Source: an optimization exercise on an open RTL-to-GDS flow (aim: small area, a short achievable clock period and few clock cycles per item). Production flows keep margins and buffers that such runs may drop. Function was checked by simulation only, so behaviour that the tests miss may differ from the original. Power is estimated from default activity; no workload was simulated.

==> flow/design.v (excerpt) <==
module cmac16 (
    input  wire         clk,
    input  wire         rst,         
    input  wire         in_valid,
    output wire         in_ready,
    input  wire [5:0]   in_op,       
    input  wire [3:0]   in_lane,     
    input  wire [4:0]   in_shift,    
    input  wire         in_sat,      
    input  wire [255:0] in_x,        
    input  wire [255:0] in_w,        
    output reg          resp_valid,
    output reg          resp_ovf,
    output reg  [255:0] resp_data
);
==> flow/config.mk <==
export PLATFORM = sky130hd
export DESIGN_NAME = cmac16
export DESIGN_NICKNAME = cmac16
export VERILOG_FILES = /design/flow/design.v
export SDC_FILE = /design/flow/constraint.sdc
export NUM_CORES = 8
export LEC_CHECK = 0
export CAP_MARGIN = 20
export CORE_MARGIN = 2
export CORE_UTILIZATION = 65
export PLACE_DENSITY = 0.75
export SLEW_MARGIN = 20
export SYNTH_HIERARCHICAL = 1
export TNS_END_PERCENT = 100
==> flow/constraint.sdc <==
create_clock -name core_clock -period 14.0 [get_ports {clk}]
set_input_delay 2.8000 -clock core_clock [delete_from_list [all_inputs] [get_ports {clk}]]
set_output_delay 2.8000 -clock core_clock [all_outputs]
set_load 0.01 [all_outputs]
standard.sh (not shown) runs the stock make flow with config.mk's settings and CLKGATE_MAP_FILE= SYNTH_SCRIPT=/design/flow/synth_recipe.tcl, a recipe that flattens the netlist after the stock synthesis.
==> flow/flow/run.sh <==
#!/bin/bash
# Layout flow: the standard ORFS flow (standard.sh), unchanged, run in two
# parts. Floorplan and placement run as standard; from clock tree synthesis
# on, the timing repair steps are asked for a setup slack of SETUP_MARGIN ns
# (flow/setup_margin) at the design's own clock period and constraints, so
# that they keep shortening the worst paths after the design meets the clock.
# (config.mk's SETUP_SLACK_MARGIN stops at 5 ns.) Sizing may change a cell's
# footprint (MATCH_CELL_FOOTPRINT=0), and ports are buffered with buf_4.
# Each tool's full output is in orfs/logs/; standard.sh's own output goes to
# standard_*.log here.
set -euo pipefail
cd "$(dirname "$0")/.."
MARGIN=$(cat flow/setup_margin)
KNOBS=(MATCH_CELL_FOOTPRINT=0 "BUFFER_PORTS_ARGS=-buffer_cell sky130_fd_sc_hd__buf_4")
bash standard.sh "${KNOBS[@]}" SETUP_SLACK_MARGIN=0 place > standard_place.log 2>&1
bash standard.sh "${KNOBS[@]}" SETUP_SLACK_MARGIN="$MARGIN" finish > standard_finish.log 2>&1
==> flow/flow/setup_margin <==
10
The first run produced a layout that fails on antenna violations.
Testbench counts at the start, summed over its fixed seeds: cycles 24,417, items 24,393.
Then changed:
--- a/flow/design.v
+++ b/flow/design.v
@@ -295,56 +295,56 @@
     assign s3 = ar1[0] ^ br0[2] ^ br1[0];
     assign c3 = (ar1[0] & br0[2]) | (ar1[0] & br1[0]) | (br0[2] & br1[0]);
     wire s4, c4;
     assign s4 = c1 ^ s2 ^ s3;
     assign c4 = (c1 & s2) | (c1 & s3) | (s2 & s3);
     wire s5, c5;
     assign s5 = ar0[3] ^ ar1[1] ^ br0[3];
     assign c5 = (ar0[3] & ar1[1]) | (ar0[3] & br0[3]) | (ar1[1] & br0[3]);
     wire s6, c6;
     assign s6 = br1[1] ^ c2 ^ c3;
     assign c6 = (br1[1] & c2) | (br1[1] & c3) | (c2 & c3);
     wire s7, c7;
-    assign s7 = s5 ^ s6;
-    assign c7 = s5 & s6;
+    assign s7 = s5 ^ s6 ^ c4;
+    assign c7 = (s5 & s6) | (s5 & c4) | (s6 & c4);
     wire s8, c8;
     assign s8 = a_neg[2] ^ b_neg[2] ^ ar0[4];
     assign c8 = (a_neg[2] & b_neg[2]) | (a_neg[2] & ar0[4]) | (b_neg[2] & ar0[4]);
     wire s9, c9;
     assign s9 = ar1[2] ^ ar2[0] ^ br0[4];
     assign c9 = (ar1[2] & ar2[0]) | (ar1[2] & br0[4]) | (ar2[0] & br0[4]);
     wire s10, c10;
     assign s10 = br1[2] ^ br2[0] ^ c5;
     assign c10 = (br1[2] & br2[0]) | (br1[2] & c5) | (br2[0] & c5);
     wire s11, c11;
     assign s11 = s8 ^ s9 ^ c6;
     assign c11 = (s8 & s9) | (s8 & c6) | (s9 & c6);
     wire s12, c12;
-    assign s12 = s10 ^ c7;
-    assign c12 = s10 & c7;
+    assign s12 = s10 ^ s11 ^ c7;
+    assign c12 = (s10 & s11) | (s10 & c7) | (s11 & c7);
     wire s13, c13;
     assign s13 = ar0[5] ^ ar1[3] ^ ar2[1];
     assign c13 = (ar0[5] & ar1[3]) | (ar0[5] & ar2[1]) | (ar1[3] & ar2[1]);
     wire s14, c14;
     assign s14 = br0[5] ^ br1[3] ^ br2[1];
     assign c14 = (br0[5] & br1[3]) | (br0[5] & br2[1]) | (br1[3] & br2[1]);
     wire s15, c15;
     assign s15 = c8 ^ c9 ^ s13;
     assign c15 = (c8 & c9) | (c8 & s13) | (c9 & s13);
     wire s16, c16;
     assign s16 = s14 ^ c10 ^ s15;
     assign c16 = (s14 & c10) | (s14 & s15) | (c10 & s15);
     wire s17, c17;
-    assign s17 = c11 ^ c12;
-    assign c17 = c11 & c12;
+    assign s17 = c11 ^ s16;
+    assign c17 = c11 & s16;
     wire s18, c18;
     assign s18 = a_neg[3] ^ b_neg[3] ^ ar0[6];
     assign c18 = (a_neg[3] & b_neg[3]) | (a_neg[3] & ar0[6]) | (b_neg[3] & ar0[6]);
     wire s19, c19;
     assign s19 = ar1[4] ^ ar2[2] ^ ar3[0];
     assign c19 = (ar1[4] & ar2[2]) | (ar1[4] & ar3[0]) | (ar2[2] & ar3[0]);
     wire s20, c20;
     assign s20 = br0[6] ^ br1[4] ^ br2[2];
     assign c20 = (br0[6] & br1[4]) | (br0[6] & br2[2]) | (br1[4] & br2[2]);
     wire s21, c21;
     assign s21 = br3[0] ^ c13 ^ c14;
     assign c21 = (br3[0] & c13) | (br3[0] & c14) | (c13 & c14);
@@ -388,26 +388,26 @@
     assign s34 = br2[4] ^ br3[2] ^ c25;
     assign c34 = (br2[4] & br3[2]) | (br2[4] & c25) | (br3[2] & c25);
     wire s35, c35;
     assign s35 = c26 ^ s32 ^ s33;
     assign c35 = (c26 & s32) | (c26 & s33) | (s32 & s33);
     wire s36, c36;
     assign s36 = c27 ^ s34 ^ c28;
     assign c36 = (c27 & s34) | (c27 & c28) | (s34 & c28);
     wire s37, c37;
     assign s37 = s35 ^ c29 ^ s36;
     assign c37 = (s35 & c29) | (s35 & s36) | (c29 & s36);
     wire s38, c38;
-    assign s38 = c30 ^ s37;
-    assign c38 = c30 & s37;
+    assign s38 = c30 ^ s37 ^ c31;
+    assign c38 = (c30 & s37) | (c30 & c31) | (s37 & c31);
     wire s39, c39;
     assign s39 = 1'b1 ^ ar1[7] ^ ar2[5];
     assign c39 = (1'b1 & ar1[7]) | (1'b1 & ar2[5]) | (ar1[7] & ar2[5]);
     wire s40, c40;
     assign s40 = ar3[3] ^ br1[7] ^ br2[5];
     assign c40 = (ar3[3] & br1[7]) | (ar3[3] & br2[5]) | (br1[7] & br2[5]);
     wire s41, c41;
     assign s41 = br3[3] ^ c32 ^ c33;
     assign c41 = (br3[3] & c32) | (br3[3] & c33) | (c32 & c33);
     wire s42, c42;
     assign s42 = s39 ^ s40 ^ c34;
     assign c42 = (s39 & s40) | (s39 & c34) | (s40 & c34);
@@ -462,15 +462,15 @@
     wire s59, c59;
     assign s59 = ar3[7] ^ br3[7] ^ c55;
     assign c59 = (ar3[7] & br3[7]) | (ar3[7] & c55) | (br3[7] & c55);
     wire s60, c60;
     assign s60 = c56 ^ s59 ^ c57;
     assign c60 = (c56 & s59) | (c56 & c57) | (s59 & c57);
     wire s61, c61;
     assign s61 = 1'b1 ^ ~ar3[8] ^ ~br3[8];
     assign c61 = (1'b1 & ~ar3[8]) | (1'b1 & ~br3[8]) | (~ar3[8] & ~br3[8]);
     wire s62, c62;
     assign s62 = s61 ^ c59;
     assign c62 = s61 & c59;
-    assign ps = {1'b0, c61, c60, c58, c54, c50, c44, c38, c31, s30, c17, s16, s11, c4, s4, c0, br0[0]};
-    assign pc = {1'b0, c62, s62, s60, s58, s54, s50, s44, s38, s31, s24, s17, s12, s7, 1'b0, s1, s0};
+    assign ps = {1'b0, c61, c60, c58, c54, c50, c44, c38, s38, s30, c17, c12, s12, s7, s4, c0, br0[0]};
+    assign pc = {1'b0, c62, s62, s60, s58, s54, s50, s44, 1'b0, s31, s24, s17, 1'b0, 1'b0, 1'b0, s1, s0};
 endmodule
What happened: The new run finished with timing, DRC and antenna clean. Die area rises by 0.76%. Design area rises by 0.78%. Via count is about the same. Maximum frequency falls by 1.9%. Clock-buffer cell count rises by 11. Global-route usage rises by 0.37 points. Wire length rises by 1.5%. Power rises by 2.2%. Register-to-register slack is worse by 0.10 ns. Utilization stays flat. Clock skew rises by 0.0062 ns. Area after synthesis rises by 0.76%. First-iteration DRC count rises by 0.31%.
Testbench counts after the change, summed over its fixed seeds: cycles 24,417, items 24,393.

==> afterwards: timing with drivers on the ports <==
The results above use ideal ports. As a check the final layouts listed here were re-extracted and re-timed, cells and wires unchanged.
Step 1 (the two cells are an assumption about what drives the block):
set clk [get_ports {clk}]
set_driving_cell -lib_cell sky130_fd_sc_hd__clkbuf_16 $clk
set_driving_cell -lib_cell sky130_fd_sc_hd__buf_2 [delete_from_list [all_inputs] $clk]
Step 2 also shifts input and output timing later by t, the mid clock arrival at the registers, as if the neighbouring blocks saw the same clock.
Three values: no drivers, after step 1, after step 2; two values: the first two.
run	t (ns)	slack for setup (ns)	latest minus earliest clock arrival (ns)	worst register clock-pin slew, ns	pins driven straight from the clock port
the first run	1.146	9.582 / 9.447 / 8.832	0.058 / 0.058	0.07 / 0.07	1
the second run	1.154	9.496 / 9.458 / 8.658	0.062 / 0.062	0.08 / 0.08	1
The setup slack of the second run, which loses most, moves by -0.038 ns with the drivers and by -0.838 ns with both steps.
